Background: an optimization exercise with open tools, aiming at small area. Do not read the settings as production practice.
For this run, only the layout was checked, not whether the RTL still works.

File: flow/constraint.sdc
create_clock -name core_clock -period 17.0 [get_ports {clk}]
set_input_delay 3.4000 -clock core_clock [delete_from_list [all_inputs] [get_ports {clk}]]
set_output_delay 3.4000 -clock core_clock [all_outputs]
set_load 0.01 [all_outputs]
File: flow/design.v
module ce0_loop (
    input              clk,
    input              rst,
    input      [2:0]   phases,
    input              polarity,
    input      [223:0] i_coef,
    input      [31:0]  i_out_max,
    input      [31:0]  i_out_min,
    input      [159:0] s_coef,
    input      [31:0]  s_out_lim,
    input      [15:0]  d_min,
    input      [15:0]  d_max,
    input              close,
    input      [15:0]  pre_d,
    input              start,
    input      [15:0]  i_ref,
    input      [15:0]  i_str,
    input      [71:0]  iph,
    output             ready,
    output reg         done,
    output reg [95:0]  duty,
    output reg         sat_i,
    output reg         sat_share
);
    localparam ST_IDLE = 2'd0, ST_RUN = 2'd1, ST_CLR = 2'd2;
    reg [1:0] state;
    reg [3:0] tt;        
    reg       h;         
    reg [2:0] x;         
    reg [4:0] dc;        
    integer i;
    wire idle = (state == ST_IDLE);
    wire run  = (state == ST_RUN);
    wire clr  = (state == ST_CLR);
    wire cur  = (tt < 4'd7);
    wire [2:0] n_ph = (phases == 3'd7) ? 3'd6 : phases;
    reg signed [16:0] E [0:3];
    reg        [15:0] U [0:2];
    reg signed [12:0] ex1 [0:5];
    reg signed [12:0] ex2 [0:5];
    reg signed [19:0] sx1 [0:5];
    reg signed [19:0] sx2 [0:5];
    reg        [15:0] F [0:5];
    reg signed [52:0] acc;
    reg        [14:0] dq;    
    reg        [2:0]  dr;    
    wire act = run && !cur && (x < n_ph) && (n_ph >= 3'd2);
    wire signed [12:0] avg = dq[14] ? -$signed({1'b0, dq[11:0]}) : $signed({1'b0, dq[11:0]});
    wire signed [12:0] iph0 = $signed(F[0][11:0]);
    wire signed [12:0] exnow = polarity ? (iph0 - avg) : (avg - iph0);
    reg signed [19:0] opnd;
    reg signed [31:0] coef;
    reg               neg;
    always @* begin
        case (tt)
            4'd0, 4'd1, 4'd2, 4'd3: opnd = {{2{E[0][16]}}, E[0], 1'b0};
            4'd4, 4'd5, 4'd6:       opnd = {4'd0, U[0]};
            4'd7:                   opnd = sx1[0];
            4'd8:                   opnd = sx2[0];
            4'd9:                   opnd = {{2{ex1[0][12]}}, ex1[0], 5'd0};
            4'd10:                  opnd = {{2{ex2[0][12]}}, ex2[0], 5'd0};
            default:                opnd = {{2{exnow[12]}}, exnow, 5'd0};
        endcase
        case (tt)
            4'd0:  coef = i_coef[0*32 +: 32];
            4'd1:  coef = i_coef[1*32 +: 32];
            4'd2:  coef = i_coef[2*32 +: 32];
            4'd3:  coef = i_coef[3*32 +: 32];
            4'd4:  coef = i_coef[4*32 +: 32];
            4'd5:  coef = i_coef[5*32 +: 32];
            4'd6:  coef = i_coef[6*32 +: 32];
            4'd7:  coef = s_coef[3*32 +: 32];
            4'd8:  coef = s_coef[4*32 +: 32];
            4'd9:  coef = s_coef[1*32 +: 32];
            4'd10: coef = s_coef[2*32 +: 32];
            default: coef = s_coef[0*32 +: 32];
        endcase
        neg = (tt >= 4'd4) && (tt <= 4'd8);
    end
    wire signed [10:0] dig  = h ? {opnd[19], opnd[19:10]} : {1'b0, opnd[9:0]};
    wire signed [42:0] prod = coef * dig;
    wire signed [52:0] psh  = h ? {prod, 10'd0} : {{10{prod[42]}}, prod};
    wire first = !h && (tt == 4'd0 || tt == 4'd7);
    wire signed [52:0] acc_nxt = (first ? 53'sd0 : acc) + (neg ? -psh : psh);
    wire signed [36:0] v = acc_nxt[52:16];
    wire signed [31:0] lim_hi = cur ? i_out_max : s_out_lim;
    wire signed [32:0] lim_lo = cur ? {i_out_min[31], i_out_min} : -$signed({1'b0, s_out_lim});
    wire hi = v > lim_hi;
    wire lo = v < lim_lo;
    wire signed [19:0] q = hi ? lim_hi[31:12] : (lo ? lim_lo[31:12] : v[31:12]);
    wire signed [20:0] base = idle ? $signed({5'd0, pre_d}) : (cur ? 21'sd0 : $signed({5'd0, U[0]}));
    wire signed [20:0] qg   = (!idle && (cur || act)) ? q : 20'sd0;
    wire signed [20:0] val  = base + qg;
    wire [15:0] dcl = (val > $signed({5'd0, d_max})) ? d_max :
                      ((val < $signed({5'd0, d_min})) ? d_min : val[15:0]);
    wire fin_cur  = run && (tt == 4'd6) && h;
    wire sh_step  = run && !cur && (!act || (tt == 4'd11 && h));
    wire ring_step = sh_step || clr;
    wire tail_en  = act || (x == 3'd0 && n_ph < 3'd2);
    wire [15:0] tail = tail_en ? dcl : 16'd0;
    wire sum_ph   = run && (dc < 5'd6);
    assign ready = idle;
    wire [3:0] dt  = {dr, dq[11]};
    wire       dge = dt >= {1'b0, n_ph};
    wire [3:0] dd  = dt - {1'b0, n_ph};
    wire [14:0] dabs = dq[14] ? -dq : dq;
    always @(posedge clk) begin
        if (rst) begin
            state <= ST_IDLE;
            done  <= 1'b0;
            duty  <= 96'd0;
            sat_i <= 1'b0;
            sat_share <= 1'b0;
        end else begin
            done <= 1'b0;
            case (state)
                ST_IDLE: begin
                    if (close) begin
                        sat_i     <= 1'b0;
                        sat_share <= 1'b0;
                        x     <= 3'd0;
                        state <= ST_CLR;
                    end else if (start) begin
                        tt    <= 4'd0;
                        h     <= 1'b0;
                        x     <= 3'd0;
                        dc    <= 5'd0;
                        state <= ST_RUN;
                    end
                end
                ST_CLR: begin
                    x <= x + 3'd1;
                    if (x == 3'd5)
                        state <= ST_IDLE;
                end
                default: begin
                    if (dc != 5'd31)
                        dc <= dc + 5'd1;
                    if (cur) begin
                        h <= !h;
                        if (h) tt <= tt + 4'd1;
                        if (fin_cur && (hi || lo))
                            sat_i <= 1'b1;
                    end else if (sh_step) begin
                        tt <= 4'd7;
                        h  <= 1'b0;
                        x  <= x + 3'd1;
                        if (act && (hi || lo))
                            sat_share <= 1'b1;
                        if (x == 3'd5) begin
                            duty  <= {tail, F[5], F[4], F[3], F[2], F[1]};
                            done  <= 1'b1;
                            state <= ST_IDLE;
                        end
                    end else begin
                        h <= !h;
                        if (h) tt <= tt + 4'd1;
                    end
                end
            endcase
        end
        if (run)
            acc <= acc_nxt;
        if (idle && start)
            dq <= 15'd0;
        else if (sum_ph) begin
            if (dc[2:0] < n_ph)
                dq <= dq + {{3{F[0][11]}}, F[0][11:0]};
        end else if (run && dc == 5'd6) begin
            dq <= {dq[14], dabs[13:0]};
            dr <= {1'b0, dabs[13:12]};
        end else if (run && dc >= 5'd7 && dc <= 5'd18) begin
            dq[13:0] <= {dq[12:0], dge};
            dr <= dge ? dd[2:0] : dt[2:0];
        end
        if (idle && start)
            E[0] <= polarity ? ($signed({i_str[15], i_str}) - $signed({i_ref[15], i_ref}))
                             : ($signed({i_ref[15], i_ref}) - $signed({i_str[15], i_str}));
        else if ((run && cur && h && tt <= 4'd2) || clr) begin
            E[0] <= E[1];
            E[1] <= E[2];
            E[2] <= E[3];
            E[3] <= clr ? 17'sd0 : E[0];
        end
        if (run && cur && h && (tt == 4'd4 || tt == 4'd5))
            U[0] <= U[1];
        else if (fin_cur)
            U[0] <= dcl;
        else if (idle && close)
            U[0] <= dcl;
        if ((run && cur && h && (tt == 4'd4 || tt == 4'd5)) || clr) begin
            U[1] <= U[2];
            U[2] <= U[0];
        end
        if (ring_step) begin
            for (i = 0; i < 5; i = i + 1) begin
                ex1[i] <= ex1[i+1];
                ex2[i] <= ex2[i+1];
                sx1[i] <= sx1[i+1];
                sx2[i] <= sx2[i+1];
            end
            ex1[5] <= act ? exnow : 13'sd0;
            ex2[5] <= clr ? 13'sd0 : ex1[0];
            sx1[5] <= act ? q : 20'sd0;
            sx2[5] <= clr ? 20'sd0 : sx1[0];
        end
        if (idle && start) begin
            for (i = 0; i < 6; i = i + 1)
                F[i][11:0] <= iph[12*i +: 12];
        end else if (sum_ph || sh_step) begin
            for (i = 0; i < 5; i = i + 1)
                F[i] <= F[i+1];
            F[5] <= sum_ph ? F[0] : tail;
        end
    end
endmodule
File: flow/config.mk
export PLATFORM = sky130hd
export DESIGN_NAME = ce0_loop
export DESIGN_NICKNAME = ce0_loop
export VERILOG_FILES = /design/flow/design.v
export SDC_FILE = /design/flow/constraint.sdc
export NUM_CORES = 4
export LEC_CHECK = 0
export CAP_MARGIN = 20
export CORE_MARGIN = 2
export CORE_UTILIZATION = 40
export SLEW_MARGIN = 20
File: flow/run.sh
#!/bin/bash
# synth_recipe.tcl (not shown) runs the flow's synth.tcl, then flattens the netlist and writes it again
# the make line also repeats each setting of config.mk as NAME=value (left out here)
make -C /OpenROAD-flow-scripts/flow DESIGN_CONFIG=/design/flow/config.mk WORK_HOME=/design/flow/orfs CLKGATE_MAP_FILE= SYNTH_SCRIPT=/design/flow/synth_recipe.tcl finish
==> flow_summary.json <==
{
  "run_status": "complete, but fails checks",
  "layout.failed_checks": "negative setup slack",
  "crit_path_end_kind": "flop",
  "routed-via-count": 50260,
  "timing.critical_path.arrival_ns": 20.78,
  "post_dp_cell_area_um2": 73940,
  "most_frequent_standard_cell_in_the_layout_excluding_fill_and_tap_cells": "buf_4",
  "cts.htree.levels": 3,
  "synthXorXnorAreaFrac_pct": 3.613,
  "place.detailed.hpwl_mm": 177.6,
  "core_area_um2": 139200,
  "postSynthRegisterBits": 793,
  "grt.total_usage_pct": 30.48,
  "grt_first_pass_wirelength_mm": 324.7,
  "report.final.setup_viol": 48,
  "ioPinCount": 740,
  "detail_route.drc_violations": 0,
  "gp_congestion": 0.9360,
  "fin_skew_ns": 0.05901,
  "synth.distinct_cells": 97,
  "synth-edff-count": 677,
  "postSynth.asyncResetShare_pct": 0,
  "cts_buffer_depth": 3,
  "critical_path.top_delay_family": "compound AO/OA/AOI/OAI gates",
  "finalHoldViolCount": 0,
  "drv_cap": 0,
  "critPathRequiredTime_ns": 17.39,
  "post_route_cells_drive_above_1_share_pct": 22.97,
  "critical_path_peak_fanout": 8,
  "post_synthesis_mean_instance_area_um2": 9.891,
  "place_worst_setup_slack_ns": -4.620,
  "post_synthesis_share_of_cell_area_spent_on_and_or_nand_and_nor_gates_pct": 14.73,
  "critPathMostFrequentCell": "a21oi_2",
  "cts_tree": "built",
  "grt_antenna_before_repair": 23,
  "setup.worst_path.class": "primary input to flop",
  "post_synth_mux_area_share_pct": 1.263,
  "via_per_inst": 5.378,
  "chip_height_um": 378.1,
  "crit_path_max_incr_delay_ns": 0.59,
  "drv_slew": 0,
  "path_buf_inv": 15,
  "post_synth_inst_count": 5661,
  "synth_nets": 6966,
  "synth_fa_ha_area_share_pct": 19.08,
  "port_buffers": 739,
  "dr.pass1.iters": 8,
  "unrepaired_setup_endpoints_after_global_routing": "true",
  "clock-sinks": 793,
  "leading_cell_types_in_the_layout_fill_and_taps_excluded": "buf_4 (1099), nand2_1 (792), clkdlybuf4s50_1 (737)",
  "worstHoldPathType": "flop to flop",
  "synth-compound-area-share_pct": 15.38,
  "layout.core_utilization_pct": 56.89,
  "die_x_extent_um": 378.1,
  "cts_made_buffers": 83,
  "netlist_area_um2": 55990,
  "first_iter_violations": 4297,
  "drt-total-wl_mm": 222.7,
  "route.detailed.wl_per_inst_um": 23.84,
  "dieArea_um2": 143000,
  "final_period_minus_worst_setup_slack_ns": 20.39,
  "fin_worst_setup_slack_ns": -3.386,
  "hold_fix_buffer_count_after_cts": 0,
  "design.final.nets": 8689,
  "areaGrowthSynthToFinish_pct": 41.42,
  "cts_root_buf": "clkbuf_16",
  "worst_setup_hold_path_clk_slew_ns": 0.07,
  "finalInstanceArea_um2": 79190,
  "pin_count_of_the_biggest_net_entering_global_routing": 189,
  "worst_skew_pair.late_latency_ns": 0.69,
  "cp-start-kind": "primary input",
  "fmax_mhz": 49.05,
  "overflow": 0,
  "route.antenna.remaining_nets": 0,
  "tightestPinTransition_ns": 1.201,
  "totalNegativeSetupSlack_ns": -157.12,
  "grt_pass1_vias": 50740,
  "max_slew_margin_pct": 19.11,
  "fin_crit_sh_pct": 119.9,
  "initial_standard_cell_utilization_of_the_core_pct": 40.23,
  "synth_top_family_by_area": "adder cells",
  "synthesis.yosys.warnings": 8,
  "ys_seq_area_share_pct": 40.45,
  "postSynth.topFlopCell": "edfxtp_1",
  "critical-path-slowest-cell": "fa_1",
  "rows": 137
}
==> cell families (layout without fill, tap and decap cells) <==
group                      Yosys count  in the layout
and+or+nand+nor                   1787           1787
other                                0             15
buffers and inverters              809           2599
DFF                                793            793
muxes                               69             69
adders and majority gates          665            665
AOI/OAI and AO/OA                 1307           1309
xor gates and xnor gates           231            231
==> synthesized netlist by cell type (all sizes together) (12+ instances only) <==
cell type  instances  area, um2
o21a              40      300.3
a21oi            383       1924
a22o              29      254.0
nand3             61      305.3
o211ai            21      157.7
edfxtp           677      20330
o22ai             15      100.1
a222oi            52      520.5
nor2b            197       1232
fa               315       6306
o21ai            263       1324
xor2              69      604.3
nand4             38      237.7
nor2             353       1325
mux2              13      146.4
a21o              87      653.1
buf               31      147.6
and2              86      538.0
dfxtp            116       2322
a221oi            43      376.6
a211oi            44      340.3
clkbuf           263      987.2
nand2b            38      237.7
o31ai             25      206.5
nor3              54      286.5
ha               350       4379
xnor2            162       1419
a31oi             54      344.1
nand2            815       3059
nor4              16      106.4
mux2i             56      560.5
or2               12      75.07
a22oi            121      908.4
and3              44      275.3
or3               25      161.4
inv              515       1933
==> layout make-up <==
type                            count  area (um2)
Clock inverter                     55       696.9
Sequential cell                   793       22650
Timing Repair Buffer             1930       17190
Clock buffer                       99        2188
Antenna cell                       15       37.54
Inverter                          515        1943
Multi-Input combinational cell   4061       32140
Tap cell                         1876        2347
Fill cell                       12200       60000
==> stage by stage <==
stage	hold WS [ns]	instances
final	0.3941	9344
after global routing	0.4023	9341
after CTS	0.3888	9284
after detailed placement	0.4045	9068
after global placement	0.4002	9068
after floorplan	0.4003	5661
==> final timing paths <==
path | to | slack (ns) | from | cells past startpoint
max | U[0][1] | -3.39 | polarity | 89
min | sx1[3][18] | 0.39 | sx1[4][18] | 0
max reg2reg | U[0][1] | -2.57 | dq[0] | 91
min reg2reg | sx1[3][18] | 0.39 | sx1[4][18] | 0
==> registers in the layout, indices dropped and copies added, names as in the netlist <==
register   flops
E             68
F             96
U             48
acc           53
dc             5
done           1
dq            15
dr             3
duty          96
ex1           78
ex2           78
h              1
sat_i          1
sat_share      1
state          2
sx1          120
sx2          120
tt             4
x              3
==> layer usage <==
metal,vias to the layer above,track usage [%],share of wire (%)
met5,-,0,0.057
met4,18,12.52,4.6
met3,344,5.377,7.0
met2,1865,50.27,47
met1,24700,39.55,42
li1,23330,-,-
==> repair_timing <==
item                                    CTS  global route
setup buffers                            65            50
resized for setup                       168           178
pin swaps                               135           168
endpoints found under the setup margin   52            69
cloned                                    1             4

static timing again, ports no longer ideal:
In the flow no input, the clock included, has a driving cell. The finished layout below was timed again as built, in two steps.
Step 1, drivers: a clkbuf_16 drives clk and a buf_2 each remaining input, both assumed.
Step 2 adds t to the input delays and takes it off the output delays; t is the mean of the earliest and latest rising clock arrival at the registers after step 1. Input paths then give back, and output paths get back, about the clock's delay inside the block.
Three values: no drivers, after step 1, after step 2; two values: the first two.
t, ns: 0.734
slack for setup (ns): -3.386 / -3.374 / -4.109
worst register clock-pin slew, ns: 0.07 / 0.07
For this run, drivers alone change the setup slack by +0.012 ns; drivers and shift together by -0.723 ns.
